This design comes from an exercise in tuning for small area, a short achievable clock period and few clock cycles per item on the open sky130 flow, not from production work. At most, simulation tests tie the RTL to the original design; equivalence was not proved. Only the layout flow was run in runs 2, 5 and 6; the RTL was not checked for function there. No activity file was given, so power comes from the tool's default toggle rates.

## constraint.sdc

```tcl
create_clock -name core_clock -period 10.0 [get_ports {clk}]
set_input_delay 2.0000 -clock core_clock [delete_from_list [all_inputs] [get_ports {clk}]]
set_output_delay 2.0000 -clock core_clock [all_outputs]
set_load 0.01 [all_outputs]
```

## design.v

```verilog
module rs144_dec (
  input  wire        clk,
  input  wire        rst,
  input  wire        in_valid,
  output wire        in_ready,
  input  wire [7:0]  in_data,
  output wire        out_valid,
  input  wire        out_ready,
  output wire        out_fail,
  output wire [2:0]  out_nerr,
  output wire [31:0] out_pos,
  output wire [31:0] out_val
);
  function automatic [7:0] gf_mul(input [7:0] a, input [7:0] b);
    integer i;
    reg [7:0] p, aa;
    begin
      p  = 8'h00;
      aa = a;
      for (i = 0; i < 8; i = i + 1) begin
        if (b[i]) p = p ^ aa;
        aa = {aa[6:0], 1'b0} ^ (aa[7] ? 8'h1D : 8'h00);
      end
      gf_mul = p;
    end
  endfunction
  function automatic [7:0] to_tower(input [7:0] a);
    begin
      to_tower = ({8{a[0]}} & 8'h01) ^ ({8{a[1]}} & 8'h2b) ^ ({8{a[2]}} & 8'h40) ^
                 ({8{a[3]}} & 8'h21) ^ ({8{a[4]}} & 8'h32) ^ ({8{a[5]}} & 8'hc1) ^
                 ({8{a[6]}} & 8'h48) ^ ({8{a[7]}} & 8'h16);
    end
  endfunction
  function automatic [7:0] from_tower(input [7:0] a);
    begin
      from_tower = ({8{a[0]}} & 8'h01) ^ ({8{a[1]}} & 8'h4e) ^ ({8{a[2]}} & 8'h99) ^
                   ({8{a[3]}} & 8'h44) ^ ({8{a[4]}} & 8'h57) ^ ({8{a[5]}} & 8'h09) ^
                   ({8{a[6]}} & 8'h04) ^ ({8{a[7]}} & 8'h25);
    end
  endfunction
  function automatic [3:0] g16_mul(input [3:0] a, input [3:0] b);
    integer i;
    reg [3:0] p, aa;
    begin
      p  = 4'h0;
      aa = a;
      for (i = 0; i < 4; i = i + 1) begin
        if (b[i]) p = p ^ aa;
        aa = {aa[2:0], 1'b0} ^ (aa[3] ? 4'h3 : 4'h0);
      end
      g16_mul = p;
    end
  endfunction
  function automatic [3:0] g16_inv(input [3:0] a);
    begin
      case (a)
        4'h0: g16_inv = 4'h0;  4'h1: g16_inv = 4'h1;  4'h2: g16_inv = 4'h9;  4'h3: g16_inv = 4'he;
        4'h4: g16_inv = 4'hd;  4'h5: g16_inv = 4'hb;  4'h6: g16_inv = 4'h7;  4'h7: g16_inv = 4'h6;
        4'h8: g16_inv = 4'hf;  4'h9: g16_inv = 4'h2;  4'ha: g16_inv = 4'hc;  4'hb: g16_inv = 4'h5;
        4'hc: g16_inv = 4'ha;  4'hd: g16_inv = 4'h4;  4'he: g16_inv = 4'h3;  4'hf: g16_inv = 4'h8;
      endcase
    end
  endfunction
  function automatic [7:0] tw_mul(input [7:0] a, input [7:0] b);
    reg [3:0] hh, ll, mm;
    begin
      hh = g16_mul(a[7:4], b[7:4]);
      ll = g16_mul(a[3:0], b[3:0]);
      mm = g16_mul(a[7:4] ^ a[3:0], b[7:4] ^ b[3:0]);
      tw_mul = {mm ^ ll, ll ^ g16_mul(hh, 4'hf)};
    end
  endfunction
  function automatic [3:0] tw_norm(input [7:0] b);
    begin
      tw_norm = g16_mul(g16_mul(b[7:4], b[7:4]), 4'hf) ^ g16_mul(b[7:4], b[3:0]) ^
                g16_mul(b[3:0], b[3:0]);
    end
  endfunction
  function automatic [7:0] tw_conj(input [7:0] b);
    begin
      tw_conj = {b[7:4], b[3:0] ^ b[7:4]};
    end
  endfunction
  function automatic [7:0] alpha_pow(input integer j);
    integer i;
    reg [7:0] p;
    begin
      p = 8'h01;
      for (i = 0; i < j; i = i + 1)
        p = {p[6:0], 1'b0} ^ (p[7] ? 8'h1D : 8'h00);
      alpha_pow = p;
    end
  endfunction
  integer i;
  reg        in_rdy;         
  reg  [7:0] acnt;           
  reg  [7:0] syn [0:7];
  reg  [2:0] bph, bph_nx;    
  localparam [2:0] B_IDLE = 3'd0, B_INIT = 3'd1, B_BM = 3'd2, B_OM = 3'd3,
                   B_DONE = 3'd4, B_HAND = 3'd5;
  wire       acc     = in_valid & in_rdy;
  wire       afirst  = (acnt == 8'd0);
  wire       alast   = (acnt == 8'd143);
  wire [7:0] acnt_nx = acc ? (alast ? 8'd0 : acnt + 8'd1) : acnt;
  reg  [7:0] syn_nx [0:7];
  always @* begin
    for (i = 0; i < 8; i = i + 1)
      syn_nx[i] = (afirst ? 8'h00 : gf_mul(syn[i], alpha_pow(i))) ^ in_data;
  end
  wire       b_load = acc & alast;
  assign in_ready = in_rdy;
  always @(posedge clk) begin
    if (rst) begin
      acnt   <= 8'd0;
      in_rdy <= 1'b1;
    end else begin
      acnt   <= acnt_nx;
      in_rdy <= ~((acnt_nx == 8'd143) && (bph_nx != B_IDLE));
    end
    if (acc)
      for (i = 0; i < 8; i = i + 1)
        syn[i] <= syn_nx[i];
  end
  reg  [7:0] S   [0:7];
  reg  [7:0] lam [0:4];      
  reg  [7:0] E   [0:4];      
  reg  [7:0] gam, d, tmp;
  reg  [3:0] L;
  reg  [2:0] k, k_nx;        
  reg  [3:0] sc, sc_nx;      
  reg        f_init, f_dph, f_d0, f_dmask, f_ua, f_ub, f_ufirst, f_lrot, f_erot, f_om, f_gl;
  wire [7:0] s0   = S[2];    
  wire       s0nz = |s0;
  wire [7:0] ma   = f_ub ? E[0] : lam[0];
  wire [7:0] mb   = f_dph ? S[0] : (f_ua ? gam : d);
  wire [7:0] prod = gf_mul(ma, mb);
  wire       cond    = (|d) && ({L, 1'b0} <= {2'b00, k});
  wire [7:0] lam_new = tmp ^ (f_ufirst ? 8'h00 : prod);
  wire [7:0] e_push  = cond ? lam[0] : (f_ufirst ? 8'h00 : E[0]);
  wire       c_commit;       
  wire       c_load_b;       
  always @* begin
    bph_nx = bph;
    k_nx   = k;
    sc_nx  = sc;
    case (bph)
      B_IDLE: if (b_load) bph_nx = B_INIT;
      B_INIT: begin
        bph_nx = B_BM;
        k_nx   = 3'd1;
        sc_nx  = 4'd0;
      end
      B_BM: begin
        if (sc == 4'd14) begin
          sc_nx = 4'd0;
          k_nx  = k + 3'd1;              
          if (k == 3'd7) bph_nx = B_OM;
        end else
          sc_nx = sc + 4'd1;
      end
      B_OM: begin
        if (sc == 4'd6) begin
          sc_nx = 4'd0;
          k_nx  = k + 3'd1;
        end else
          sc_nx = sc + 4'd1;
        if (k == 3'd3 && sc == 4'd5) bph_nx = B_DONE;
      end
      B_DONE: if (c_load_b) bph_nx = B_HAND;
      B_HAND: if (c_commit) bph_nx = B_IDLE;
      default: bph_nx = B_IDLE;
    endcase
  end
  wire bm_nx = (bph_nx == B_BM);
  wire om_nx = (bph_nx == B_OM);
  wire up_nx = bm_nx & (sc_nx >= 4'd5);
  always @(posedge clk) begin
    if (rst)
      bph <= B_IDLE;
    else
      bph <= bph_nx;
    k  <= k_nx;
    sc <= sc_nx;
    f_init   <= (bph_nx == B_INIT);
    f_dph    <= (bm_nx | om_nx) & (sc_nx < 4'd5);
    f_d0     <= (sc_nx == 4'd0);
    f_dmask  <= bm_nx | ({1'b0, sc_nx[2:0]} <= {1'b0, k_nx});
    f_ua     <= up_nx & sc_nx[0];
    f_ub     <= up_nx & ~sc_nx[0];
    f_ufirst <= (sc_nx == 4'd6);
    f_lrot   <= ((bm_nx | om_nx) & (sc_nx < 4'd5)) | (up_nx & ~sc_nx[0]);
    f_erot   <= (bm_nx & (sc_nx < 4'd4)) | (up_nx & ~sc_nx[0]) | (om_nx & (sc_nx == 4'd5));
    f_om     <= om_nx;
    f_gl     <= bm_nx & (sc_nx == 4'd14);
  end
  always @(posedge clk) begin
    if (b_load) begin
      for (i = 0; i < 8; i = i + 1)
        S[i] <= syn_nx[(10 - i) % 8];
    end else begin
      for (i = 0; i < 7; i = i + 1)
        S[i] <= S[i+1];
      S[7] <= S[0];
    end
    if (f_init) begin
      lam[0] <= 8'h01;
      lam[1] <= s0;
      lam[2] <= 8'h00;
      lam[3] <= 8'h00;
      lam[4] <= 8'h00;
      E[0]   <= s0nz ? 8'h01 : 8'h00;
      E[1]   <= s0nz ? 8'h00 : 8'h01;
      E[2]   <= 8'h00;
      E[3]   <= 8'h00;
      E[4]   <= 8'h00;
      gam    <= s0nz ? s0 : 8'h01;
      L      <= s0nz ? 4'd1 : 4'd0;
    end else begin
      if (f_lrot) begin
        for (i = 0; i < 4; i = i + 1)
          lam[i] <= lam[i+1];
        lam[4] <= f_ub ? lam_new : lam[0];
      end
      if (f_erot) begin
        for (i = 0; i < 4; i = i + 1)
          E[i] <= E[i+1];
        E[4] <= f_ub ? e_push : (f_om ? d : E[0]);
      end
      if (f_gl && cond) begin
        gam <= d;
        L   <= {1'b0, k} + 4'd1 - L;
      end
    end
    if (f_dph) begin
      if (f_d0)
        d <= f_dmask ? prod : 8'h00;
      else if (f_dmask)
        d <= d ^ prod;
    end
    if (f_ua)
      tmp <= prod;
  end
  reg  [7:0] tl [0:4];
  reg  [7:0] tw [0:3];
  reg        c_run, c_free;
  reg  [7:0] cpos;
  reg        v1, r1, first1, last1;
  reg  [7:0] lo1, ot1;       
  reg        v2, r2, first2, last2;
  reg  [7:0] n2;             
  reg  [3:0] di2;            
  reg        ov_valid, o_fail;
  reg  [2:0] o_nerr, nf;
  reg  [2:0] wL;
  reg        wbig;
  reg  [7:0] wpos;
  reg  [7:0] pos [0:3];
  reg  [7:0] val [0:3];
  wire       c_abort  = v2 & first2 & ov_valid & ~out_ready;
  assign     c_commit = v2 & first2 & ~c_abort;
  assign     c_load_b = (bph == B_DONE) & c_free;
  wire       c_load   = c_load_b | c_abort;
  wire       c_run_nx = c_load | (c_run & (cpos != 8'd0));
  wire [7:0] cpos_nx  = c_load ? 8'd143 : cpos - 8'd1;
  wire [7:0] lam_val = tl[0] ^ tl[1] ^ tl[2] ^ tl[3] ^ tl[4];
  wire [7:0] lam_odd = tl[1] ^ tl[3];
  wire [7:0] om_val  = tw[0] ^ tw[1] ^ tw[2] ^ tw[3];
  always @(posedge clk) begin
    if (c_load) begin
      for (i = 0; i < 5; i = i + 1)
        tl[i] <= lam[i];
      for (i = 0; i < 4; i = i + 1)
        tw[i] <= E[i+1];
    end else begin
      for (i = 1; i < 5; i = i + 1)
        tl[i] <= gf_mul(tl[i], alpha_pow(255 - i));
      for (i = 1; i < 4; i = i + 1)
        tw[i] <= gf_mul(tw[i], alpha_pow(255 - i));
    end
    cpos <= cpos_nx;
    r1     <= ~|lam_val;
    lo1    <= to_tower(lam_odd);
    ot1    <= to_tower(om_val);
    first1 <= (cpos == 8'd143);
    last1  <= (cpos == 8'd0);
    r2     <= r1;
    n2     <= tw_mul(ot1, tw_conj(lo1));
    di2    <= g16_inv(tw_norm(lo1));
    first2 <= first1;
    last2  <= last1;
  end
  wire [7:0] err_t   = {g16_mul(n2[7:4], di2), g16_mul(n2[3:0], di2)};
  wire [7:0] err_val = from_tower(err_t);
  wire [7:0] pos_w   = first2 ? 8'd143 : wpos;
  wire [2:0] wl_cur  = first2 ? L[2:0] : wL;
  wire [2:0] nf_cur  = first2 ? 3'd0 : nf;
  wire [1:0] slot    = wl_cur[1:0] - 2'd1 - nf_cur[1:0];
  wire [2:0] nf_fin  = nf_cur + {2'b00, r2};
  wire       wr      = v2 & ~c_abort;
  wire       fin_fail = wbig | (nf_fin != wL);
  reg  [3:0] upd;
  reg  [7:0] pos_t [0:3];
  reg  [7:0] val_t [0:3];
  always @* begin
    for (i = 0; i < 4; i = i + 1) begin
      if (wr & last2 & (fin_fail | (i[2:0] >= wL))) begin
        upd[i]   = 1'b1;
        pos_t[i] = 8'h00;
        val_t[i] = 8'h00;
      end else begin
        upd[i]   = wr & r2 & (slot == i[1:0]);
        pos_t[i] = pos_w;
        val_t[i] = err_val;
      end
    end
  end
  always @(posedge clk) begin
    if (rst) begin
      c_run    <= 1'b0;
      c_free   <= 1'b1;
      v1       <= 1'b0;
      v2       <= 1'b0;
      ov_valid <= 1'b0;
    end else begin
      c_run  <= c_run_nx;
      c_free <= ~c_run_nx | (cpos_nx == 8'd0);
      v1     <= c_run & ~c_abort;
      v2     <= v1 & ~c_abort;
      if (ov_valid & out_ready)
        ov_valid <= 1'b0;
      if (wr & last2)
        ov_valid <= 1'b1;
    end
    if (wr) begin
      if (first2) begin
        wL   <= L[2:0];
        wbig <= (L > 4'd4);
      end
      wpos <= pos_w - 8'd1;
      nf   <= nf_fin;
      if (last2) begin
        o_fail <= fin_fail;
        o_nerr <= fin_fail ? 3'd0 : nf_fin;
      end
    end
    for (i = 0; i < 4; i = i + 1) begin
      pos[i] <= pos[i] ^ ({8{upd[i]}} & (pos_t[i] ^ pos[i]));
      val[i] <= val[i] ^ ({8{upd[i]}} & (val_t[i] ^ val[i]));
    end
  end
  assign out_valid = ov_valid;
  assign out_fail  = o_fail;
  assign out_nerr  = o_nerr;
  assign out_pos   = {pos[3], pos[2], pos[1], pos[0]};
  assign out_val   = {val[3], val[2], val[1], val[0]};
endmodule
```

## config.mk

```make
export PLATFORM = sky130hd
export DESIGN_NAME = rs144_dec
export DESIGN_NICKNAME = rs144_dec
export VERILOG_FILES = /design/flow/design.v
export SDC_FILE = /design/flow/constraint.sdc
export NUM_CORES = 4
export LEC_CHECK = 0
export CAP_MARGIN = 20
export CORE_MARGIN = 2
export CORE_UTILIZATION = 60
export CTS_CLUSTER_DIAMETER = 100
export CTS_CLUSTER_SIZE = 20
export PLACE_DENSITY = 0.7
export SLEW_MARGIN = 20
```

## standard.sh

```bash
#!/bin/bash
# synth_recipe.tcl (not shown) runs the flow's synth.tcl, then flattens the netlist and writes it again
# the make line also repeats each setting of config.mk as NAME=value (left out here)
make -C /OpenROAD-flow-scripts/flow DESIGN_CONFIG=/design/flow/config.mk WORK_HOME=/design/flow/orfs CLKGATE_MAP_FILE= SYNTH_SCRIPT=/design/flow/synth_recipe.tcl "${@:-finish}"
```

## flow/run.sh

```bash
#!/bin/bash
# Standard layout, with timing repair aimed below the design's period.
set -euo pipefail
bash standard.sh SETUP_SLACK_MARGIN=7.0 finish > flow_make.log 2>&1
```

==> summary.md, run 1 <==
| Metric | Value |
|---|---|
| Status | `finished clean` |
| Area leader, netlist | `edfxtp_1` |
| Setup tns final | `0 ps` |
| FF+latch count, synth | `468` |
| WL final | `approximately 54000 µm` |
| Slowest cell on the critical path | `edfxtp_1` |
| N_diodes | `0` |
| EDFF count, synth | `between 200 and 250` |
| Setup-failing EPs final | `0` |
| Largest net degree at the start of global routing | `69` |
| Unrepaired setup endpoints after global routing | `true` |
| Clk_skew | `16.46 ps` |
| Clock transition at the registers of the reported paths | `about 80 ps` |
| Crit path required time | `8000 ps` |
| Ports | `82` |
| Yosys warning count | `12` |
| Crit end category | `primary output` |
| Total CTS buffers | `27` |
| Power Density | `151.3 mW/mm²` |
| Clock Sink Count | `about 470` |
| Cells along the critical path | `buf_2` |
| Commonest non-fill, non-tap cell in the layout | `nand2_1` |
| CP startpoint kind | `flip-flop` |
| Layout cell share with drive strength beyond 1 | `12.35%` |
| Area of the mapped netlist | `0.02365 mm²` |
| NumNets Final | `2522` |
| Vias in the first global route | `approximately 16000` |
| Fin. Hold Viols | `0` |
| Post-DR wirelength/cell | `18.08 µm` |
| Worst slew pin tran | `786.6 ps` |
| DRC viols | `0` |
| Peak supply drop | `0.1466 mV` |
| P&R area growth vs syn | `11.91%` |
| Max clock buf depth | `3` |
| Top-area cell type share of the netlist area | `between 20% and 30%` |
| Vias | `16620` |
| Fin crit period | `3149 ps` |
| TritonCTS clock tree | `built` |
| Die H | `202.5 µm` |
| Worst skew pair latency | `580 ps` |
| Initial Util | `61.05%` |
| CP top delay family | `flip-flops` |
| Overflow after GRT | `0` |
| CP Class | `reg -> out` |
| Max Cap Viol | `0` |
| F_max | `317.6 MHz` |
| Final worst slack | `6851 ps` |
| Worst Path Buf+Inv | `1` |
| Initial DRC count | `1239` |
| GRT Overall Usage | `26.09%` |
| Max-slew headroom | `47.49%` |
| Post-synthesis sequential area ratio | `48.72%` |
| Syn nets | `2465` |
| DP HPWL | `approximately 35000 µm` |
| Top_reg_cell synth | `dfxtp_1` |
| Core Rows | `72` |
| HP Class | `reg -> reg` |
| Commonest non-fill, non-tap cells in the layout | `nand2_1 (472), xnor2_1 (325), dfxtp_1 (233)` |
| Syn avg cell area | `9.788 µm²` |
| Die width | `202.5 µm` |
| Port Buf Inserts | `81` |
| Distinct cell type count after synthesis | `68` |
| Root buf cell | `clkbuf_16` |
| Ys async rst share | `0%` |
| Router iterations before antenna repair | `6` |
| Filler instances | `roughly 3000` |
| Place WS | `4739 ps` |
| WP data arrival | `roughly 1200 ps` |
| Crit path max fanout | `1` |
| CTS H-tree lvls | `1` |
| Die ar. | `just over 0.04 mm²` |
| Detail Route Antenna Nets | `0` |
| Via density | `5.519` |
| Final cycle utilization of the critical path | `a little under a third` |
| Gate Count Post-Synth | `~2400` |
| First-pass GRT wire length | `between 80000 and 90000 µm` |
| Initial antenna violation count | `0` |
| Synth top area cells | `edfxtp_1 (27%), dfxtp_1 (21%), xnor2_1 (12%), nand2_1 (7.5%), xor2_1 (4.7%)` |
| GP Congestion | `0.8554` |
| Slew Viols, Final | `0` |
| Lkg Pwr | `10.37 nW` |
| Core ar. | `0.03874 mm²` |
| Critical Path Max Stage Delay | `between 400 and 500 ps` |
## power by group
part	internal [mW]	switching, mW
clock network	0.528	0.615
logic	0.344	0.361
registers	2.08	0.0704
total	2.96	1.05
## synthesized netlist by cell type, types with 15 or more instances
| master | instances |
|---|---|
| nand3_1 | 18 |
| mux2_2 | 21 |
| xnor3_1 | 15 |
| a21oi_1 | 48 |
| mux2i_1 | 80 |
| nand2b_1 | 22 |
| xor2_1 | 126 |
| xnor2_1 | 336 |
| buf_1 | 19 |
| o21ai_0 | 91 |
| edfxtp_1 | 215 |
| nor3_1 | 26 |
| o211ai_1 | 16 |
| clkbuf_1 | 94 |
| inv_1 | 62 |
| nor2b_1 | 47 |
| ha_1 | 36 |
| dfxtp_1 | 253 |
| o22ai_1 | 16 |
| nor2_1 | 236 |
| nand2_1 | 475 |
## cell families (layout without fill, tap and decap cells)
logic type	after synthesis	after routing	synth area share, %
AND/OR/NAND/NOR	883	885	15.80
multiplexers	109	109	5.042
flip-flops	468	468	48.72
AO/OA/AOI/OAI	242	243	6.196
XOR/XNOR	481	481	18.88
adder cells (fa/ha/maj)	37	37	1.989
buffers and inverters	196	270	3.376
## routing by layer
| layer | global-route usage [%] | routed length [µm] |
|---|---|---|
| met5 | 0 | 0 |
| met4 | 5.996 | 1119 |
| met3 | 3.323 | 3362 |
| met2 | 42.86 | 25580 |
| met1 | 37.08 | 24380 |
## per-stage QoR
| step | utilization [%] | instances | hold WS (ps) | power (mW) | cell area, µm² |
|---|---|---|---|---|---|
| after floorplan | - | 2416 | 309.6 | 2.705 | 23980 |
| after global placement | 64.08 | 2892 | 315.1 | 2.817 | 24820 |
| after detailed placement | 64.09 | 2892 | 316.4 | 2.835 | 24830 |
| after CTS | 67.08 | 2982 | 337.3 | 3.971 | 25980 |
| after global routing | 68.32 | 3011 | 340.4 | 4.154 | 26460 |
| final | 68.32 | 3011 | 335.3 | 4.003 | 26460 |
## area by class of cell
| type | instances | area, µm² | share of cell area, % |
|---|---|---|---|
| flip-flops and latches | 468 | 11570 | 43.72 |
| clock inverters | 2 | 17.52 | 0.06619 |
| well taps | 518 | 648.1 | 2.449 |
| repair buffers | 159 | 1396 | 5.276 |
| clock buffers | 47 | 772.0 | 2.917 |
| multi-input cells | 1755 | 11820 | 44.66 |
| inverters | 62 | 241.5 | 0.9125 |
## worst paths after layout
path / startpoint / to / slack (ps) / cells past startpoint
max: flip-flop / out_val[25] / 6850 / 1
min: first1 / first2 / 340 / 0
max reg2reg: f_ua / d[3] / 7090 / 9
min reg2reg: first1 / first2 / 340 / 0
## what timing repair did
item | CTS | global route
endpoints found under the setup margin | 447 | 231
resized for setup | 342 | 46
pin swaps | 16 | 17
hold buffers | 0 | 0
cloned | 8 | 4
setup buffers | 33 | 25
Testbench counts, summed over its fixed seeds: cycles 117,448, items 800.
==> run 2, diff against run 1 <==
--- a/design.v
+++ b/design.v
@@ -253,7 +253,6 @@
   reg  [2:0] o_nerr, nf;
   reg  [2:0] wL;
   reg        wbig;
-  reg  [7:0] wpos;
   reg  [7:0] pos [0:3];
   reg  [7:0] val [0:3];
   wire       c_abort  = v2 & first2 & ov_valid & ~out_ready;
@@ -291,7 +290,7 @@
   end
   wire [7:0] err_t   = {g16_mul(n2[7:4], di2), g16_mul(n2[3:0], di2)};
   wire [7:0] err_val = from_tower(err_t);
-  wire [7:0] pos_w   = first2 ? 8'd143 : wpos;
+  wire [7:0] pos_w   = (cpos[7:1] == 7'd71) ? {7'd0, cpos[0]} : cpos + 8'd2;
   wire [2:0] wl_cur  = first2 ? L[2:0] : wL;
   wire [2:0] nf_cur  = first2 ? 3'd0 : nf;
   wire [1:0] slot    = wl_cur[1:0] - 2'd1 - nf_cur[1:0];
@@ -336,7 +335,6 @@
         wL   <= L[2:0];
         wbig <= (L > 4'd4);
       end
-      wpos <= pos_w - 8'd1;
       nf   <= nf_fin;
       if (last2) begin
         o_fail <= fin_fail;
==> run 2 against run 1 <==
Net effect:
- hold slack worse by 6.9 ps
- sequential power is 42% higher
- non-clock buffer count is 2 lower
- critical path type unchanged
- largest power group is now combinational cells
==> summary.md, run 2 <==
| Metric | Value |
|---|---|
| Status | `finished clean` |
| Vias | `15860 (-4.5%)` |
| N_diodes | `0 (unchanged)` |
| Fin. Hold Viols | `0 (unchanged)` |
| Overflow after GRT | `0 (unchanged)` |
| P&R area growth vs syn | `11.99% (about the same)` |
| Worst hold slack | `328.4 ps (-6.896 ps)` |
| DRC viols | `0 (unchanged)` |
| Max clock buf depth | `3 (unchanged)` |
| Critical Path Max Stage Delay | `420 ps (about the same)` |
| Top Metal Used | `met4` |
| Clock transition at the registers of the reported paths | `90 ps (about the same)` |
| Clock share of power | `11.8% (-17 points)` |
| Setup-failing EPs final | `0 (unchanged)` |
| F_max | `317.0 MHz (-0.19%)` |
| WL final | `52580 µm (-3.4%)` |
| NumNets Final | `2371 (-6.0%)` |
| Final cycle utilization of the critical path | `31.55% (+0.060 points)` |
| Core ar. | `0.03784 mm² (-2.3%)` |
| Syn nets | `2309 (-6.3%)` |
| Slowest cell on the critical path | `edfxtp_1` |
| Top_reg_cell synth | `dfxtp_1` |
| Core Util, Final | `68.54% (+0.22 points)` |
| Unrepaired setup endpoints after global routing | `true` |
| EDFF count, synth | `207 (-3.7%)` |
| Area of the mapped netlist | `0.02316 mm² (-2.1%)` |
| Die ar. | `0.04019 mm² (-2.0%)` |
| Peak supply drop | `0.3684 mV (+150%)` |
| Cells along the critical path | `buf_2` |
| Layout cell share with drive strength beyond 1 | `14.72% (+2.4 points)` |
| Detail Route Antenna Nets | `0 (unchanged)` |
| Port Buf Inserts | `81 (unchanged)` |
| Die H | `200.5 µm (-1.0%)` |
| Commonest non-fill, non-tap cell in the layout | `xnor2_1` |
| Worst Path Buf+Inv | `1 (unchanged)` |
| Crit path required time | `8000 ps (about the same)` |
| Met1 wire length | `23840 µm (-2.2%)` |
| Setup tns final | `0 ps (unchanged)` |
| Lkg Pwr | `9.788 nW (-5.6%)` |
| Crit end category | `primary output` |
| CP startpoint kind | `flip-flop` |
| Distinct cell type count after synthesis | `73 (+7.4%)` |
| Via density | `5.559 (+0.71%)` |
| Ys async rst share | `0% (unchanged)` |
| First-pass GRT wire length | `83320 µm (-2.8%)` |
| HP Class | `reg -> reg` |
| Commonest non-fill, non-tap cells in the layout | `xnor2_1 (323), nand2_1 (287), nor2_1 (241)` |
| Psw | `3.717 mW (+250%)` |
| CP Class | `reg -> out` |
| Vias in the first global route | `15270 (-3.6%)` |
| Syn avg cell area | `10.24 µm² (+4.7%)` |
| FF+latch count, synth | `460 (-1.7%)` |
| Top-area cell type share of the netlist area | `26.84% (-0.46 points)` |
| Power Density | `355.8 mW/mm² (+140%)` |
| Die width | `200.5 µm (-1.0%)` |
| Synth top area cells | `edfxtp_1 (27%), dfxtp_1 (22%), xnor2_1 (13%), xor2_1 (5.1%), nand2_1 (4.7%)` |
| Router iterations before antenna repair | `5 (-1)` |
| Net Sw Frac | `40.27% (+14 points)` |
| Area leader, netlist | `edfxtp_1` |
| GRT Overall Usage | `25.57% (-0.51 points)` |
| TritonCTS clock tree | `built` |
| Worst slew pin tran | `1014 ps (+227.0 ps)` |
| Filler instances | `2993 (-0.53%)` |
| Root buf cell | `clkbuf_16` |
| Core Rows | `71 (-1.4%)` |
| Slew Viols, Final | `0 (unchanged)` |
| Clk_skew | `24.73 ps (+8.266 ps)` |
| Max Cap Viol | `0 (unchanged)` |
| Clock Sink Count | `460 (-1.7%)` |
| Worst skew pair latency | `570 ps (about the same)` |
| Final worst slack | `6845 ps (-6.010 ps)` |
| Initial Util | `61.20% (+0.16 points)` |
| Synth top cells by count | `xnor2_1 (334), nand2_1 (290), dfxtp_1 (253)` |
| Total CTS buffers | `26 (-3.7%)` |
| Reg power frac | `33.1% (-21 points)` |
| Post-DR wirelength/cell | `18.42 µm (+1.9%)` |
| Initial antenna violation count | `0 (unchanged)` |
| Fin crit period | `3155 ps (+6.010 ps)` |
| CTS H-tree lvls | `1 (unchanged)` |
| WL met3 | `2967 µm (-12%)` |
| Met2 Routed Length | `25050 µm (-2.0%)` |
| GP Congestion | `0.8506 (-0.56%)` |
| Power share of the combinational group | `55.0% (+37 points)` |
| Gate Count Post-Synth | `2261 (-6.4%)` |
| CP top delay family | `flip-flops` |
| Place WS | `5011 ps (+272.4 ps)` |
| Most common cell in the synthesized netlist | `xnor2_1` |
| Initial DRC count | `1202 (-3.0%)` |
| Internal power | `5.513 mW (+86%)` |
| DP HPWL | `34780 µm (-0.68%)` |
| Largest net degree at the start of global routing | `68 (-1.4%)` |
| Ports | `82 (unchanged)` |
| Max-slew headroom | `32.43% (-15 points)` |
| Yosys warning count | `12 (unchanged)` |
| Post-synthesis sequential area ratio | `48.70% (about the same)` |
| WP data arrival | `1150 ps (about the same)` |
| Crit path max fanout | `1 (unchanged)` |
==> run 2: layout make-up <==
class / instances / area, µm² / share of cell area [%]
Sequential cell: 460 / 11320 / 43.64
Tap cell: 511 / 639.4 / 2.465
Clock buffer: 47 / 729.5 / 2.812
Timing Repair Buffer: 157 / 1354 / 5.219
Inverter: 69 / 286.5 / 1.105
Multi-Input combinational cell: 1609 / 11590 / 44.70
Clock inverter: 1 / 16.27 / 0.06271
==> run 2: final timing paths <==
kind / from / to / slack (ps) / depth (start not counted)
worst max register to register: f_ub / lam[4][3] / 7070 / 10
worst min-delay path: first1 / first2 / 330 / 0
worst min register to register: first1 / first2 / 330 / 0
worst max-delay path: o_fail / out_fail / 6850 / 1
==> run 2: metrics by stage <==
stage,std cells,total power [mW],instance area [µm²]
4_1_cts,2834,9.093,25550
6_report,2854,9.230,25940
3_3_place_gp,2739,7.793,24360
2_1_floorplan,2261,6.979,23420
3_5_place_dp,2739,7.931,24360
5_1_grt,2854,9.976,25940
==> run 2: per-layer routing <==
layer  global-route usage (%)  vias to the layer above
li1                         -                     7685
met5                        0                        -
met1                    36.51                     7690
met4                    4.603                        0
met2                    42.57                      439
met3                    3.019                       50
==> run 2: timing repair <==
| item | 4_1_cts | 5_1_grt |
|---|---|---|
| pin swaps | 13 | 12 |
| cloned | 6 | 3 |
| endpoints found under the setup margin | 444 | 195 |
| hold buffers | 0 | 0 |
| gates resized for setup | 354 | 42 |
| buffers inserted | 41 | 17 |
==> run 2: worst reg2reg max path, stage by stage, from the launching register on <==
cell	delay, ps
dfxtp_1	330
buf_12	170
inv_16	200
mux2i_4	330
nor2b_1	210
xnor2_1	140
xnor3_1	450
xnor2_2	260
xnor2_2	170
a211o_1	340
a32o_1	220
==> run 2: cell families (layout without fill, tap and decap cells) <==
group	Yosys count	in the layout	share of synthesized area, %
multiplexers	159	159	7.746
flip-flops	460	460	48.70
buffers and inverters	193	274	3.338
adder cells (fa/ha/maj)	36	36	1.977
AND/OR/NAND/NOR	686	686	12.72
XOR/XNOR	483	483	18.99
AO/OA/AOI/OAI	244	245	6.531
==> run 2: power groups by stage <==
stage / registers, mW / logic [mW] / clock network [mW]
global route: 3.11 / 5.70 / 1.17
global placement: 3.08 / 4.71 / 0
finish: 3.06 / 5.08 / 1.09
detailed placement: 3.09 / 4.84 / 0
CTS: 3.05 / 4.94 / 1.11
floorplan: 2.84 / 4.14 / 0
==> run 3, diff against run 2 <==
--- a/design.v
+++ b/design.v
@@ -259,7 +259,8 @@
   assign     c_commit = v2 & first2 & ~c_abort;
   assign     c_load_b = (bph == B_DONE) & c_free;
   wire       c_load   = c_load_b | c_abort;
-  wire       c_run_nx = c_load | (c_run & (cpos != 8'd0));
+  wire       c_done;         
+  wire       c_run_nx = c_load | (c_run & (cpos != 8'd0) & ~c_done);
   wire [7:0] cpos_nx  = c_load ? 8'd143 : cpos - 8'd1;
   wire [7:0] lam_val = tl[0] ^ tl[1] ^ tl[2] ^ tl[3] ^ tl[4];
   wire [7:0] lam_odd = tl[1] ^ tl[3];
@@ -292,17 +293,20 @@
   wire [7:0] err_val = from_tower(err_t);
   wire [7:0] pos_w   = (cpos[7:1] == 7'd71) ? {7'd0, cpos[0]} : cpos + 8'd2;
   wire [2:0] wl_cur  = first2 ? L[2:0] : wL;
+  wire       big_cur = first2 ? (L > 4'd4) : wbig;
   wire [2:0] nf_cur  = first2 ? 3'd0 : nf;
   wire [1:0] slot    = wl_cur[1:0] - 2'd1 - nf_cur[1:0];
   wire [2:0] nf_fin  = nf_cur + {2'b00, r2};
   wire       wr      = v2 & ~c_abort;
-  wire       fin_fail = wbig | (nf_fin != wL);
+  wire       fin_fail = big_cur | (nf_fin != wl_cur);
+  wire       fin     = wr & (last2 | ((big_cur | (nf_fin == wl_cur)) & ~last1));
+  assign     c_done  = fin & ~last2;
   reg  [3:0] upd;
   reg  [7:0] pos_t [0:3];
   reg  [7:0] val_t [0:3];
   always @* begin
     for (i = 0; i < 4; i = i + 1) begin
-      if (wr & last2 & (fin_fail | (i[2:0] >= wL))) begin
+      if (fin & (fin_fail | (i[2:0] >= wl_cur))) begin
         upd[i]   = 1'b1;
         pos_t[i] = 8'h00;
         val_t[i] = 8'h00;
@@ -323,11 +327,11 @@
     end else begin
       c_run  <= c_run_nx;
       c_free <= ~c_run_nx | (cpos_nx == 8'd0);
-      v1     <= c_run & ~c_abort;
-      v2     <= v1 & ~c_abort;
+      v1     <= c_run & ~c_abort & ~c_done;
+      v2     <= v1 & ~c_abort & ~c_done;
       if (ov_valid & out_ready)
         ov_valid <= 1'b0;
-      if (wr & last2)
+      if (fin)
         ov_valid <= 1'b1;
     end
     if (wr) begin
@@ -336,7 +340,7 @@
         wbig <= (L > 4'd4);
       end
       nf   <= nf_fin;
-      if (last2) begin
+      if (fin) begin
         o_fail <= fin_fail;
         o_nerr <= fin_fail ? 3'd0 : nf_fin;
       end
==> flow/run.sh (replaced) <==
#!/bin/bash
# Standard layout, with timing repair aimed below the design's period.
set -euo pipefail
bash standard.sh SETUP_SLACK_MARGIN=6.85 finish > flow_make.log 2>&1
==> run 3 against run 2 <==
Net effect:
- still clean
- worst setup slack got worse by 1.5 ps
- synthesized cell count rose by 6.3%
- total power fell by 5.6%
- final cell count rose by 4.0%
- hold slack improved by 5.7 ps
- critical endpoint unchanged
- largest power group unchanged
- highest routed layer unchanged
==> summary.md, run 3 <==
| Metric | Value |
|---|---|
| Dpl cell area | `0.02449 mm² (+0.51%)` |
| Post-DR wirelength/cell | `18.18 µm (-1.3%)` |
| Die width | `201.1 µm (+0.32%)` |
| Overflow after GRT | `0 (unchanged)` |
| Place WS | `5230 ps (+218.5 ps)` |
| Max clock buf depth | `3 (unchanged)` |
| Commonest non-fill, non-tap cells in the layout | `nand2_1 (494), xnor2_1 (335), dfxtp_1 (239)` |
| Core Util, Final | `66.77% (-1.8 points)` |
| Main combinational cell family by area after synthesis | `XOR/XNOR gates` |
| Crit path max fanout | `1 (unchanged)` |
| Setup tns final | `0 ps (unchanged)` |
| P&R area growth vs syn | `10.18%` |
| HP Class | `reg -> reg` |
| TritonCTS clock tree | `built` |
| Detail Route Antenna Nets | `0 (unchanged)` |
| Initial antenna violation count | `0 (unchanged)` |
| Die H | `201.1 µm (+0.32%)` |
| Psw | `3.468 mW (-6.7%)` |
| Initial DRC count | `1294 (+7.7%)` |
| Syn nets | `2451 (+6.1%)` |
| Slew Viols, Final | `0 (unchanged)` |
| GRT Overall Usage | `26.28% (+0.71 points)` |
| Synth top cells by count | `nand2_1 (495), xnor2_1 (341), dfxtp_1 (253)` |
| CP Class | `reg -> out` |
| Clock share of power | `12.7% (+0.9 points)` |
| Die ar. | `0.04045 mm² (+0.63%)` |
| Top-area cell type share of the netlist area | `26.66% (-0.17 points)` |
| WP data arrival | `1160 ps (about the same)` |
| Clock Sink Count | `460 (unchanged)` |
| First-pass GRT wire length | `85930 µm (+3.1%)` |
| Port Buf Inserts | `81 (unchanged)` |
| Most common cell in the synthesized netlist | `nand2_1` |
| Net Sw Frac | `39.81% (-0.46 points)` |
| Synth Area in Simple Gates | `15.89% (+3.2 points)` |
| Slowest cell on the critical path | `edfxtp_1` |
| Core Rows | `72 (+1.4%)` |
| Syn avg cell area | `9.701 µm² (-5.3%)` |
| Crit path required time | `8000 ps (about the same)` |
| Commonest non-fill, non-tap cell in the layout | `nand2_1` |
| Fin. Hold Viols | `0 (unchanged)` |
| N_diodes | `0 (unchanged)` |
| Setup-failing EPs final | `0 (unchanged)` |
| Status | `finished clean` |
| Worst slew pin tran | `988.2 ps (-25.34 ps)` |
| Power share of the combinational group | `52.3% (-2.7 points)` |
| Ys async rst share | `0% (unchanged)` |
| Synth Area in Compound Gates | `6.500% (-0.031 points)` |
| Internal power | `5.244 mW (-4.9%)` |
| Vias | `16360 (+3.1%)` |
| Area of the mapped netlist | `0.02331 mm² (+0.65%)` |
| EDFF count, synth | `207 (unchanged)` |
| Unrepaired setup endpoints after global routing | `true` |
| Router iterations before antenna repair | `6 (+1)` |
| Lkg Pwr | `9.929 nW (+1.4%)` |
| NumNets Final | `2479 (+4.6%)` |
| Cells along the critical path | `buf_2` |
| Xor/xnor share of the synthesized area | `19.11% (+0.12 points)` |
| Yosys warning count | `12 (unchanged)` |
| Max-slew headroom | `34.12% (+1.7 points)` |
| Area leader, netlist | `edfxtp_1` |
| GP Congestion | `0.8576 (+0.82%)` |
| Top_reg_cell synth | `dfxtp_1` |
| Ports | `82 (unchanged)` |
| Critical Path Max Stage Delay | `410 ps (about the same)` |
| Synth top area cells | `edfxtp_1 (27%), dfxtp_1 (22%), xnor2_1 (13%), nand2_1 (8.0%), xor2_1 (4.6%)` |
| Vias in the first global route | `15940 (+4.3%)` |
| Worst skew pair latency | `590 ps (+20 ps)` |
| Post-synthesis sequential area ratio | `48.39% (-0.31 points)` |
| Largest net degree at the start of global routing | `69 (+1.5%)` |
| Core ar. | `0.03847 mm² (+1.6%)` |
| DRC viols | `0 (unchanged)` |
| F_max | `316.8 MHz (about the same)` |
| Clk_skew | `25.04 ps (+0.3135 ps)` |
| Initial Util | `60.60% (-0.60 points)` |
| Power Density | `339.2 mW/mm² (-4.7%)` |
| Crit end category | `primary output` |
| Peak supply drop | `0.2711 mV (-26%)` |
| DP HPWL | `36430 µm (+4.7%)` |
| CP top delay family | `flip-flops` |
| WL final | `53990 µm (+2.7%)` |
| Total CTS buffers | `26 (unchanged)` |
| Final worst slack | `6844 ps (-1.490 ps)` |
| Via density | `5.510 (-0.88%)` |
| PnR Total Power | `8.711 mW (-5.6%)` |
| Reg power frac | `35.0% (+1.9 points)` |
| Clock transition at the registers of the reported paths | `80 ps (about the same)` |
| Final cycle utilization of the critical path | `31.56% (about the same)` |
| Worst Path Buf+Inv | `1 (unchanged)` |
| Max Cap Viol | `0 (unchanged)` |
| CTS H-tree lvls | `1 (unchanged)` |
| Root buf cell | `clkbuf_16` |
| Mux share of post-synthesis cell area | `4.782% (-3.0 points)` |
| Filler instances | `3108 (+3.8%)` |
| Fin crit period | `3156 ps (+1.490 ps)` |
| Layout cell share with drive strength beyond 1 | `9.506% (-5.2 points)` |
| Gate Count Post-Synth | `2403 (+6.3%)` |
| Synth Area in Adders | `1.964% (-0.013 points)` |
| FF+latch count, synth | `460 (unchanged)` |
| Distinct cell type count after synthesis | `72 (-1.4%)` |
| Post-route cell area | `0.02569 mm² (-0.97%)` |
| CP startpoint kind | `flip-flop` |
[run 3: cell count changes in the layout (fill, tap and decap cells not counted), moves of 6 or more]
| cell | change |
|---|---|
| nor2_1 | -36 |
| nand2_1 | +207 |
| nor2b_1 | +9 |
| o21ai_1 | +7 |
| mux2i_4 | -11 |
| nor3_1 | +13 |
| buf_4 | -27 |
| xor2_1 | -10 |
| mux2i_1 | +16 |
| a21oi_1 | +6 |
| mux2_2 | -61 |
| xnor2_1 | +12 |
[run 3: area by class of cell]
class | instances | area, µm² | share of cell area (%)
multi-input combinational | 1746 | 11490 | 44.73
sequential | 460 | 11310 | 44.04
timing repair buffer | 131 | 1184 | 4.608
clock buffer | 47 | 729.5 | 2.840
tap | 518 | 648.1 | 2.523
inverter | 65 | 277.8 | 1.081
clock inverter | 1 | 30.03 | 0.1169
timing repair inverter | 1 | 16.27 | 0.06333
[run 3: final timing paths]
| check | start | endpoint | slack [ps] | cells past startpoint |
|---|---|---|---|---|
| worst max-delay path | o_fail | out_fail | 6840 | 1 |
| worst min-delay path | first1 | first2 | 330 | 0 |
| worst max register to register | f_ub | d[2] | 6920 | 10 |
| worst min register to register | first1 | first2 | 330 | 0 |
[run 3: per-stage QoR]
step / hold WS (ps) / instances
final: 334.1 / 2969
after global routing: 340.7 / 2969
after CTS: 340.3 / 2955
after detailed placement: 313.2 / 2882
after global placement: 318.7 / 2882
after floorplan: 309.6 / 2403
[run 3: kinds of logic (layout without fill, tap and decap cells)]
logic type      count (synthesis)  after routing
flops                         460            460
mux                           104            104
simple gates                  874            874
buf+inv                       197            245
xor+xnor                      483            483
fa+ha+maj                      36             36
compound gates                249            249
[run 3: power groups by stage]
stage,combinational (mW),sequential [mW],clock [mW]
6_report,4.56,3.05,1.11
5_1_grt,5.09,3.09,1.19
4_1_cts,4.53,3.04,1.13
3_5_place_dp,4.48,3.08,0
3_3_place_gp,4.34,3.07,0
2_1_floorplan,3.81,2.83,0
[run 3: what timing repair did]
action | CTS | global route
setup endpoints to repair | 361 | 129
buffers inserted | 18 | 12
gates cloned | 7 | 2
hold buffers | 0 | 0
pin swaps | 9 | 2
gates resized for setup | 314 | 22
[run 3: routing by layer]
| metal | share of wire [%] | track usage, % | wire length [µm] |
|---|---|---|---|
| met5 | 0 | 0 | 0 |
| met4 | 2.2 | 6.534 | 1166 |
| met3 | 4.9 | 2.786 | 2666 |
| met2 | 49 | 45.39 | 26340 |
| met1 | 44 | 35.57 | 23820 |
Testbench counts of run 3, summed over its fixed seeds: cycles 116,677, items 800.
==> run 4, diff against run 3 <==
==> flow/run.sh (replaced) <==
#!/bin/bash
# Standard layout, with timing repair aimed below the design's period.
set -euo pipefail
bash standard.sh SETUP_SLACK_MARGIN=7.0 finish > flow_make.log 2>&1
==> run 4 against run 3 <==
Net effect:
- still clean
- critical path depth stayed put
- global-route usage grew 0.56 points
- synthesized cell count unchanged
- final cell count up 1.3%
- worst setup slack lost 12 ps
- combinational power is 3% higher
- core utilization is 1.5 points higher
- clock skew grew 4.3 ps
- clock-buffer cell count decreased by 2
- critical endpoint is now out_nerr[2]
==> summary.md, run 4 <==
| Metric | Value |
|---|---|
| Core Rows | `72 (unchanged)` |
| EDFF count, synth | `207 (unchanged)` |
| HP Class | `reg -> reg` |
| Ports | `82 (unchanged)` |
| Max-slew headroom | `32.23% (-1.9 points)` |
| Area of the mapped netlist | `0.02331 mm² (unchanged)` |
| Unrepaired setup endpoints after global routing | `true` |
| Multi-input logic area | `0.01160 mm² (+1.0%)` |
| Initial antenna violation count | `0 (unchanged)` |
| Ys async rst share | `0% (unchanged)` |
| Seq. cell area | `0.01132 mm² (+0.12%)` |
| CTS H-tree lvls | `1 (unchanged)` |
| First-pass GRT wire length | `87240 µm (+1.5%)` |
| Core ar. | `0.03847 mm² (unchanged)` |
| DP HPWL | `36080 µm (-0.94%)` |
| Cells along the critical path | `buf_6` |
| Vias in the first global route | `15930 (-0.025%)` |
| Commonest non-fill, non-tap cell in the layout | `nand2_1` |
| WHS Path Cells | `0 (unchanged)` |
| Root buf cell | `clkbuf_16` |
| Crit path required time | `8000 ps (about the same)` |
| Filler instances | `2974 (-4.3%)` |
| NumNets Final | `2518 (+1.6%)` |
| N_diodes | `0 (unchanged)` |
| CP top delay family | `flip-flops` |
| Initial Util | `60.60% (unchanged)` |
| Yosys warning count | `12 (unchanged)` |
| Synth top area cells | `edfxtp_1 (27%), dfxtp_1 (22%), xnor2_1 (13%), nand2_1 (8.0%), xor2_1 (4.6%)` |
| Via density | `5.511 (about the same)` |
| Clock transition at the registers of the reported paths | `90 ps (about the same)` |
| Worst r2r path cells | `8 (-2)` |
| R2r setup slk | `7110 ps (+190 ps)` |
| Fin cells | `3008 (+1.3%)` |
| CP Class | `reg -> out` |
| TritonCTS clock tree | `built` |
| DRC viols | `0 (unchanged)` |
| Overflow after GRT | `0 (unchanged)` |
| Reg2reg start | `d[0]` |
| Setup tns final | `0 ps (unchanged)` |
| Layout cell share with drive strength beyond 1 | `11.93% (+2.4 points)` |
| Largest net degree at the start of global routing | `90 (+30%)` |
| WL final | `55540 µm (+2.9%)` |
| Lkg Pwr | `10.23 nW (+3.1%)` |
| Vias | `16580 (+1.3%)` |
| F_max | `315.6 MHz (-0.38%)` |
| Die ar. | `0.04045 mm² (unchanged)` |
| Status | `finished clean` |
| Router iterations before antenna repair | `6 (unchanged)` |
| Max clock buf depth | `3 (unchanged)` |
| Fin crit period | `3168 ps (+12.02 ps)` |
| Most common cell in the synthesized netlist | `nand2_1` |
| Commonest non-fill, non-tap cells in the layout | `nand2_1 (494), xnor2_1 (332), dfxtp_1 (236)` |
| CP startpoint kind | `flip-flop` |
| Final cycle utilization of the critical path | `31.68% (+0.12 points)` |
| Area leader, netlist | `edfxtp_1` |
| Die H | `201.1 µm (unchanged)` |
| FF+latch count, synth | `460 (unchanged)` |
| Post-synthesis sequential area ratio | `48.39% (unchanged)` |
| Distinct cell type count after synthesis | `72 (unchanged)` |
| Initial DRC count | `1183 (-8.6%)` |
| Total CTS buffers | `27 (+3.8%)` |
| Worst skew pair latency | `590 ps (about the same)` |
| Slowest cell on the critical path | `edfxtp_1` |
| Critical Path Max Stage Delay | `430 ps (+20 ps)` |
| WP data arrival | `1170 ps (about the same)` |
| Worst slew pin tran | `1006 ps (+17.68 ps)` |
| Syn avg cell area | `9.701 µm² (unchanged)` |
| Setup-failing EPs final | `0 (unchanged)` |
| Synth top cells by count | `nand2_1 (495), xnor2_1 (341), dfxtp_1 (253)` |
| Fin. Hold Viols | `0 (unchanged)` |
| GP Congestion | `0.8823 (+2.9%)` |
| Crit end category | `primary output` |
| Max Cap Viol | `0 (unchanged)` |
| Detail Route Antenna Nets | `0 (unchanged)` |
| Clk_skew | `29.37 ps (+4.330 ps)` |
| Syn nets | `2451 (unchanged)` |
| Hold buffer count at CTS | `0 (unchanged)` |
| Top_reg_cell synth | `dfxtp_1` |
| Power Density | `338.2 mW/mm² (-0.28%)` |
| Post-DR wirelength/cell | `18.46 µm (+1.5%)` |
| Peak supply drop | `0.2784 mV (+2.7%)` |
| Gate Count Post-Synth | `2403 (unchanged)` |
| Port Buf Inserts | `81 (unchanged)` |
| Destination of the worst hold path | `first2` |
| Min-delay src | `first1` |
| Slew Viols, Final | `0 (unchanged)` |
| Top-area cell type share of the netlist area | `26.66% (unchanged)` |
| P&R area growth vs syn | `12.66%` |
| Worst Path Buf+Inv | `1 (unchanged)` |
| Worst reg2reg endpoint | `d[7]` |
| Crit path max fanout | `1 (unchanged)` |
| GRT Overall Usage | `26.84% (+0.56 points)` |
| Die width | `201.1 µm (unchanged)` |
| Clock Sink Count | `460 (unchanged)` |
| Placed cells | `2881 (-0.035%)` |
==> run 4: cell count changes in the layout (fill, tap and decap cells not counted), moves of 3 or more <==
cell      change
buf_6         +5
buf_4        +26
xnor2_1       -3
dfxtp_1       -3
buf_12        +4
dfxtp_4       +4
o21a_1        -4
clkbuf_1      -3
o21a_2        +3
==> run 4: cell type report <==
class / instances / share of cell area, %
multi-input combinational: 1747 / 44.19
sequential: 460 / 43.12
timing repair buffer: 168 / 6.131
clock buffer: 45 / 2.830
tap: 518 / 2.468
inverter: 65 / 1.029
clock inverter: 4 / 0.1715
timing repair inverter: 1 / 0.06193
==> run 4: layer usage <==
metal  GRT usage, %  vias to the layer above  part of all wire (%)
li1               -                     8056                     -
met1          37.24                     7995                    45
met2          46.11                      459                    49
met3          2.300                       68                   4.8
met4          5.820                        0                   1.8
met5              0                        -                     0
==> run 4: worst max path at each step <==
stage          startpoint           to  cells past startpoint
2_1_floorplan   out_ready    flip-flop                      6
3_3_place_gp    out_ready    flip-flop                      7
3_5_place_dp    out_ready    flip-flop                      7
4_1_cts         flip-flop  out_val[21]                      1
5_1_grt         flip-flop   out_pos[5]                      1
6_report        o_nerr[2]  out_nerr[2]                      1
==> run 4: kinds of logic (layout without fill, tap and decap cells) <==
| family | after synthesis | in the layout | share of synthesized area [%] |
|---|---|---|---|
| DFF | 460 | 460 | 48.39 |
| muxes | 104 | 104 | 4.782 |
| xor gates and xnor gates | 483 | 483 | 19.11 |
| AOI/OAI and AO/OA | 249 | 250 | 6.500 |
| and+or+nand+nor | 874 | 874 | 15.89 |
| adders and majority gates | 36 | 36 | 1.964 |
| buffers and inverters | 197 | 283 | 3.371 |
==> run 4: worst register-to-register path, stage by stage (launching register included) <==
cell and delay [ps]:
edfxtp_1 510, mux2_4 360, o211ai_2 160, xor2_1 160
xnor3_1 410, xnor3_1 470, xor2_2 280, xnor2_1 110
a22o_1 180
==> run 4: where the power goes <==
group	internal, mW	leakage [nW]	switching (mW)
sequential	2.61	4.00	0.422
clock	0.517	0.378	0.616
combinational	2.19	5.85	2.52
==> run 4: through the flow <==
step / power [mW] / utilization (%) / area [µm²] / hold slack [ps] / setup WS [ps]
after CTS: 8.812 / 67.04 / 25790 / 341.2 / 6805
after global routing: 9.534 / 68.27 / 26260 / 348.5 / 6790
final: 8.883 / 68.27 / 26260 / 334.9 / 6832
after global placement: 7.440 / 63.67 / 24490 / 318.6 / 5458
after detailed placement: 7.599 / 63.69 / 24500 / 320.8 / 5368
after floorplan: 6.644 / - / 23590 / 309.6 / 6588
==> run 4: timing repair <==
action                     4_1_cts  5_1_grt
setup endpoints to repair      370      194
pin swaps                       12       10
cloned                          12        2
setup buffers                   30       34
resized for setup              334       39
==> run 5, diff against run 4 <==
--- a/design.v
+++ b/design.v
@@ -128,7 +128,13 @@
   reg  [3:0] L;
   reg  [2:0] k, k_nx;        
   reg  [3:0] sc, sc_nx;      
-  reg        f_init, f_dph, f_d0, f_dmask, f_ua, f_ub, f_ufirst, f_lrot, f_erot, f_om, f_gl;
+  reg        f_dph, f_dmask, f_ua, f_ub, f_erot;
+  wire       f_init   = (bph == B_INIT);
+  wire       f_om     = (bph == B_OM);
+  wire       f_d0     = (sc == 4'd0);
+  wire       f_ufirst = (sc == 4'd6);
+  wire       f_lrot   = f_dph | f_ub;
+  wire       f_gl     = (bph == B_BM) & (sc == 4'd14);
   wire [7:0] s0   = S[2];    
   wire       s0nz = |s0;
   wire [7:0] ma   = f_ub ? E[0] : lam[0];
@@ -181,17 +187,11 @@
       bph <= bph_nx;
     k  <= k_nx;
     sc <= sc_nx;
-    f_init   <= (bph_nx == B_INIT);
     f_dph    <= (bm_nx | om_nx) & (sc_nx < 4'd5);
-    f_d0     <= (sc_nx == 4'd0);
     f_dmask  <= bm_nx | ({1'b0, sc_nx[2:0]} <= {1'b0, k_nx});
     f_ua     <= up_nx & sc_nx[0];
     f_ub     <= up_nx & ~sc_nx[0];
-    f_ufirst <= (sc_nx == 4'd6);
-    f_lrot   <= ((bm_nx | om_nx) & (sc_nx < 4'd5)) | (up_nx & ~sc_nx[0]);
     f_erot   <= (bm_nx & (sc_nx < 4'd4)) | (up_nx & ~sc_nx[0]) | (om_nx & (sc_nx == 4'd5));
-    f_om     <= om_nx;
-    f_gl     <= bm_nx & (sc_nx == 4'd14);
   end
   always @(posedge clk) begin
     if (b_load) begin
==> flow/run.sh (replaced) <==
#!/bin/bash
# Standard layout, with timing repair aimed below the design's period.
set -euo pipefail
bash standard.sh SETUP_SLACK_MARGIN=6.85 finish > flow_make.log 2>&1
==> run 5 against run 4 <==
Net effect:
- core utilization fell by 0.062 points
- synthesized cell count decreased by 6.0%
- routed wire length down 3.6%
- maximum frequency about the same
- critical endpoint is now out_fail
- largest cell class unchanged
==> summary.md, run 5 <==
| Metric | Value |
|---|---|
| Commonest non-fill, non-tap cells in the layout | `nand2_1 (397), xnor2_1 (315), dfxtp_1 (234)` |
| Unrepaired setup endpoints after global routing | `true` |
| Fin cells | `2844 (-5.5%)` |
| Setup-failing EPs final | `0 (unchanged)` |
| Crit path max fanout | `1 (unchanged)` |
| Max clock buf depth | `3 (unchanged)` |
| Placed cells | `2741 (-4.9%)` |
| Area of the mapped netlist | `0.02289 mm² (-1.8%)` |
| CTS H-tree lvls | `1 (unchanged)` |
| Die H | `199.3 µm (-0.90%)` |
| Fin. Hold Viols | `0 (unchanged)` |
| Syn avg cell area | `10.13 µm² (+4.4%)` |
| GP Congestion | `0.8659 (-1.9%)` |
| Psw | `3.724 mW (+4.7%)` |
| FF+latch count, synth | `454 (-1.3%)` |
| Core ar. | `0.03758 mm² (-2.3%)` |
| Power Density | `356.1 mW/mm² (+5.3%)` |
| Largest net degree at the start of global routing | `62 (-31%)` |
| Critical Path Max Stage Delay | `460 ps (+30 ps)` |
| Detail Route Antenna Nets | `0 (unchanged)` |
| Slowest cell on the critical path | `edfxtp_1` |
| Worst Path Buf+Inv | `1 (unchanged)` |
| First-pass GRT wire length | `84240 µm (-3.4%)` |
| Clock transition at the registers of the reported paths | `80 ps (about the same)` |
| NumNets Final | `2362 (-6.2%)` |
| Initial DRC count | `1147 (-3.0%)` |
| DP HPWL | `35330 µm (-2.1%)` |
| F_max | `315.5 MHz (about the same)` |
| Commonest non-fill, non-tap cell in the layout | `nand2_1` |
| Final cycle utilization of the critical path | `31.69% (about the same)` |
| Max Cap Viol | `0 (unchanged)` |
| Post-synthesis sequential area ratio | `48.76% (+0.37 points)` |
| Internal power | `5.403 mW (+1.4%)` |
| Distinct cell type count after synthesis | `67 (-6.9%)` |
| N_diodes | `0 (unchanged)` |
| Post-DR wirelength/cell | `18.83 µm (+2.0%)` |
| Initial antenna violation count | `0 (unchanged)` |
| Post-route cell area | `0.02563 mm² (-2.4%)` |
| Worst skew pair latency | `560 ps (-30 ps)` |
| EDFF count, synth | `207 (unchanged)` |
| Setup tns final | `0 ps (unchanged)` |
| Clock share of power | `12.1% (-0.7 points)` |
| Cells along the critical path | `buf_6` |
| Root buf cell | `clkbuf_16` |
| Layer with the highest usage | `met2` |
| Vias in the first global route | `15290 (-4.0%)` |
| Synth top area cells | `edfxtp_1 (27%), dfxtp_1 (22%), xnor2_1 (12%), nand2_1 (6.5%), xor2_1 (5.1%)` |
| Peak supply drop | `0.3607 mV (+30%)` |
| Max-slew headroom | `39.97% (+7.7 points)` |
| P&R area growth vs syn | `11.98%` |
| Worst slew pin tran | `900.4 ps (-105.5 ps)` |
| Yosys warning count | `12 (unchanged)` |
| Hold buffer count at CTS | `0 (unchanged)` |
| R2r setup slk | `6980 ps (-130 ps)` |
| TritonCTS clock tree | `built` |
| Ys async rst share | `0% (unchanged)` |
| Met3 GRT Util | `2.633% (+0.33 points)` |
| Most common cell in the synthesized netlist | `nand2_1` |
| WL final | `53540 µm (-3.6%)` |
| Met1 GRT Util | `37.51% (+0.27 points)` |
| Slew Viols, Final | `0 (unchanged)` |
| Area leader, netlist | `edfxtp_1` |
| Top-area cell type share of the netlist area | `27.16% (+0.49 points)` |
| CP Class | `reg -> out` |
| Gate Count Post-Synth | `2259 (-6.0%)` |
| Synth top cells by count | `nand2_1 (397), xnor2_1 (318), dfxtp_1 (247)` |
| CP top delay family | `flip-flops` |
| Place WS | `4614 ps (-753.3 ps)` |
| Final worst slack | `6831 ps (-0.9900 ps)` |
| Power share of the combinational group | `55.0% (+1.9 points)` |
| DRC viols | `0 (unchanged)` |
| HP Class | `reg -> reg` |
| GRT Overall Usage | `27.16% (+0.33 points)` |
| Overflow after GRT | `0 (unchanged)` |
| Syn nets | `2307 (-5.9%)` |
| Reg power frac | `32.9% (-1.3 points)` |
| Clk_skew | `9.793 ps (-19.58 ps)` |
| Layout cell share with drive strength beyond 1 | `14.06% (+2.1 points)` |
| Lkg Pwr | `9.765 nW (-4.6%)` |
| Total CTS buffers | `26 (-3.7%)` |
| Initial Util | `60.91% (+0.31 points)` |
| Router iterations before antenna repair | `5 (-1)` |
| Net Sw Frac | `40.80% (+0.76 points)` |
| Clock Sink Count | `454 (-1.3%)` |
| Status | `finished clean` |
| Worst hold slack | `330.3 ps (-4.681 ps)` |
| CP startpoint kind | `flip-flop` |
| Core Rows | `71 (-1.4%)` |
| WP data arrival | `1170 ps (about the same)` |
| Crit path required time | `8000 ps (about the same)` |
| Ports | `82 (unchanged)` |
| Die width | `199.3 µm (-0.90%)` |
| Met2 Usage GRT | `47.31% (+1.2 points)` |
| Crit end category | `primary output` |
| Top_reg_cell synth | `dfxtp_1` |
| Fin crit period | `3169 ps (+0.9900 ps)` |
| Vias | `15780 (-4.8%)` |
| Port Buf Inserts | `81 (unchanged)` |
| Dpl cell area | `0.02425 mm² (-1.0%)` |
| Die ar. | `0.03973 mm² (-1.8%)` |
| Via density | `5.547 (+0.66%)` |
==> run 5: path summary, 6_finish.rpt <==
path | to | cells past startpoint | from
worst min-delay path | first2 | 0 | first1
worst min register to register | first2 | 0 | first1
worst max-delay path | out_fail | 1 | o_fail
worst max register to register | di2[1] | 9 | lo1[3]
==> run 5: cell type report <==
class | instances | area, µm²
clock buffer | 46 | 747.0
clock inverter | 1 | 8.758
fill | 2947 | 11950
inverter | 48 | 186.4
multi-input combinational | 1635 | 11510
sequential | 454 | 11190
tap | 511 | 639.4
timing repair buffer | 149 | 1354
==> run 5: per-layer routing <==
layer,routed length [µm],part of all wire (%)
met1,23780,44
met3,2637,4.9
met2,26340,49
met5,0,0
met4,786,1.5
==> run 5: cells by family after synthesis <==
kind of cell / after synthesis / synth area share (%)
and+or+nand+nor: 729 / 13.39
xor gates and xnor gates: 468 / 18.94
DFF: 454 / 48.76
AOI/OAI and AO/OA: 242 / 6.314
buffers and inverters: 173 / 3.072
muxes: 157 / 7.527
adders and majority gates: 36 / 2.001
==> run 5: per-stage QoR <==
stage	util, %	total power [mW]
6_report	68.21	9.127
2_1_floorplan	-	6.897
5_1_grt	68.21	9.831
3_5_place_dp	64.54	7.987
4_1_cts	67.51	9.128
3_3_place_gp	64.54	7.805
==> run 5: power by group through the flow <==
stage	clock network [mW]	logic, mW	registers, mW
detailed placement	0	4.96	3.03
floorplan	0	4.11	2.79
CTS	1.13	5.01	2.99
global placement	0	4.79	3.02
finish	1.11	5.02	3.00
global route	1.19	5.59	3.04
==> run 5: what timing repair did <==
action,4_1_cts,5_1_grt
buffers inserted,28,17
pin swaps,9,3
gates cloned,11,0
setup endpoints to repair,385,111
resized for setup,323,35
==> run 6, diff against run 5 <==
--- a/config.mk
+++ b/config.mk
@@ -5,10 +5,10 @@
 export SDC_FILE = /design/flow/constraint.sdc
 export NUM_CORES = 4
 export LEC_CHECK = 0
-export CAP_MARGIN = 20
+export CAP_MARGIN = 5
 export CORE_MARGIN = 2
 export CORE_UTILIZATION = 60
 export CTS_CLUSTER_DIAMETER = 100
 export CTS_CLUSTER_SIZE = 20
 export PLACE_DENSITY = 0.7
-export SLEW_MARGIN = 20
+export SLEW_MARGIN = 5
==> run 6 against run 5 <==
Net effect:
- still clean
- global-route usage did not move
- critical path depth did not move
- cell area did not move
- final cell count did not move
- sequential cell count did not move
- via count did not move
- clock skew did not move
- largest power group unchanged
==> summary.md, run 6 <==
| Metric | Value |
|---|---|
| Setup-failing EPs final | `0 (unchanged)` |
| P&R area growth vs syn | `11.98% (unchanged)` |
| DP HPWL | `35330 µm (unchanged)` |
| Ports | `82 (unchanged)` |
| Crit end category | `primary output` |
| Max-slew headroom | `39.97% (unchanged)` |
| Clk_skew | `9.793 ps (unchanged)` |
| Crit path max fanout | `1 (unchanged)` |
| N_diodes | `0 (unchanged)` |
| Commonest non-fill, non-tap cell in the layout | `nand2_1` |
| Port Buf Inserts | `81 (unchanged)` |
| Max Cap Viol | `0 (unchanged)` |
| Min-delay src | `first1` |
| Core Util, Final | `68.21% (unchanged)` |
| Worst Path Buf+Inv | `1 (unchanged)` |
| Die width | `199.3 µm (unchanged)` |
| Initial antenna violation count | `0 (unchanged)` |
| Multi-input logic area | `0.01151 mm² (unchanged)` |
| Worst slew pin tran | `900.4 ps (unchanged)` |
| Synth top cells by count | `nand2_1 (397), xnor2_1 (318), dfxtp_1 (247)` |
| Most common cell in the synthesized netlist | `nand2_1` |
| Worst skew pair latency | `560 ps (about the same)` |
| Core ar. | `0.03758 mm² (unchanged)` |
| Post-DR wirelength/cell | `18.83 µm (unchanged)` |
| Clock Sink Count | `454 (unchanged)` |
| Lkg Pwr | `9.765 nW (unchanged)` |
| Core Rows | `71 (unchanged)` |
| Layer with the highest usage | `met2` |
| Die ar. | `0.03973 mm² (unchanged)` |
| EDFF count, synth | `207 (unchanged)` |
| Ys async rst share | `0% (unchanged)` |
| Top-area cell type share of the netlist area | `27.16% (unchanged)` |
| Critical Path Max Stage Delay | `460 ps (about the same)` |
| Initial DRC count | `1147 (unchanged)` |
| Top_reg_cell synth | `dfxtp_1` |
| Largest net degree at the start of global routing | `62 (unchanged)` |
| R2r setup slk | `6980 ps (about the same)` |
| Dpl cell area | `0.02425 mm² (unchanged)` |
| Distinct cell type count after synthesis | `67 (unchanged)` |
| GRT Overall Usage | `27.16% (unchanged)` |
| Fin crit period | `3169 ps (unchanged)` |
| Crit path required time | `8000 ps (about the same)` |
| HP Class | `reg -> reg` |
| Root buf cell | `clkbuf_16` |
| Router iterations before antenna repair | `5 (unchanged)` |
| Status | `finished clean` |
| Syn avg cell area | `10.13 µm² (unchanged)` |
| F_max | `315.5 MHz (unchanged)` |
| Power Density | `356.1 mW/mm² (unchanged)` |
| Total CTS buffers | `26 (unchanged)` |
| WL final | `53540 µm (unchanged)` |
| Via density | `5.547 (unchanged)` |
| Slew Viols, Final | `0 (unchanged)` |
| WP data arrival | `1170 ps (about the same)` |
| Max clock buf depth | `3 (unchanged)` |
| Fin. Hold Viols | `0 (unchanged)` |
| Seq. cell area | `0.01119 mm² (unchanged)` |
| Vias in the first global route | `15290 (unchanged)` |
| Cells along the critical path | `buf_6` |
| FF+latch count, synth | `454 (unchanged)` |
| Peak supply drop | `0.3607 mV (unchanged)` |
| NumNets Final | `2362 (unchanged)` |
| Unrepaired setup endpoints after global routing | `true` |
| Syn nets | `2307 (unchanged)` |
| Yosys warning count | `12 (unchanged)` |
| CTS H-tree lvls | `1 (unchanged)` |
| Commonest non-fill, non-tap cells in the layout | `nand2_1 (397), xnor2_1 (315), dfxtp_1 (234)` |
| Filler instances | `2947 (unchanged)` |
| Setup crit start | `o_fail` |
| Post-synthesis sequential area ratio | `48.76% (unchanged)` |
| TritonCTS clock tree | `built` |
| CP startpoint kind | `flip-flop` |
| Vias | `15780 (unchanged)` |
| CP top delay family | `flip-flops` |
| Met2 Usage GRT | `47.31% (unchanged)` |
| Met3 GRT Util | `2.633% (unchanged)` |
| First-pass GRT wire length | `84240 µm (unchanged)` |
| Die H | `199.3 µm (unchanged)` |
| Area leader, netlist | `edfxtp_1` |
| PnR Total Power | `9.127 mW (unchanged)` |
| Post-route cell area | `0.02563 mm² (unchanged)` |
| Final cycle utilization of the critical path | `31.69% (unchanged)` |
| Clock transition at the registers of the reported paths | `80 ps (about the same)` |
| Reg2reg start | `lo1[3]` |
| Final worst slack | `6831 ps (unchanged)` |
| Detail Route Antenna Nets | `0 (unchanged)` |
| Initial Util | `60.91% (unchanged)` |
| Slowest cell on the critical path | `edfxtp_1` |
| Synth top area cells | `edfxtp_1 (27%), dfxtp_1 (22%), xnor2_1 (12%), nand2_1 (6.5%), xor2_1 (5.1%)` |
| Met1 GRT Util | `37.51% (unchanged)` |
| Gate Count Post-Synth | `2259 (unchanged)` |
| GP Congestion | `0.8659 (unchanged)` |
| Area of the mapped netlist | `0.02289 mm² (unchanged)` |
| DRC viols | `0 (unchanged)` |
| Setup tns final | `0 ps (unchanged)` |
| Place WS | `4614 ps (unchanged)` |
| Layout cell share with drive strength beyond 1 | `14.06% (unchanged)` |
| CP Class | `reg -> out` |
| Overflow after GRT | `0 (unchanged)` |
[run 6: cell counts in the layout (fill, tap and decap cells not counted)]
Identical to the previous run, type by type.
[run 6: final timing paths]
kind                   end  cells past startpoint
hold reg to reg     first2                      0
setup reg to reg    di2[1]                      9
hold / removal      first2                      0
setup / recovery  out_fail                      1
[run 6: cell families after synthesis]
group / Yosys count / share of synthesized area (%)
AND/OR/NAND/NOR: 729 / 13.39
XOR/XNOR: 468 / 18.94
flip-flops: 454 / 48.76
AO/OA/AOI/OAI: 242 / 6.314
buffers and inverters: 173 / 3.072
multiplexers: 157 / 7.527
adder cells (fa/ha/maj): 36 / 2.001
[run 6: metrics by stage]
step / std cells / hold WS (ps)
after floorplan: 2259 / 309.6
after global placement: 2741 / 315.0
after detailed placement: 2741 / 314.7
after CTS: 2827 / 334.2
after global routing: 2844 / 341.6
final: 2844 / 330.3
[run 6: layout make-up]
| class | instances | area share, % |
|---|---|---|
| clock buffers | 46 | 2.914 |
| inverters | 48 | 0.7273 |
| well taps | 511 | 2.494 |
| multi-input cells | 1635 | 44.90 |
| repair buffers | 149 | 5.282 |
| flip-flops and latches | 454 | 43.64 |
| clock inverters | 1 | 0.03417 |
[run 6: repair_timing]
item                                    4_1_cts  5_1_grt
endpoints found under the setup margin      385      111
hold buffers                                  0        0
buffers inserted                             28       17
pin swaps                                     9        3
gates cloned                                 11        0
resized for setup                           323       35
[run 6: layer usage]
layer,up-vias,wire length (µm)
li1,7627,-
met1,7686,23780
met2,402,26340
met3,62,2637
met4,0,786
met5,-,0
[run 6: power by group]
group / leakage [nW] / internal, mW / switching (mW)
clock: 0.359 / 0.509 / 0.597
combinational: 5.46 / 2.31 / 2.71
sequential: 3.94 / 2.58 / 0.419
total: 9.77 / 5.40 / 3.72

Check on run 6: ideal ports give 6.831 ns setup slack; a clkbuf_16 on the clock port and buf_2 on the inputs give 6.774 ns; moving port delays by the midpoint clock arrival (0.613 ns) as well gives 6.317 ns.
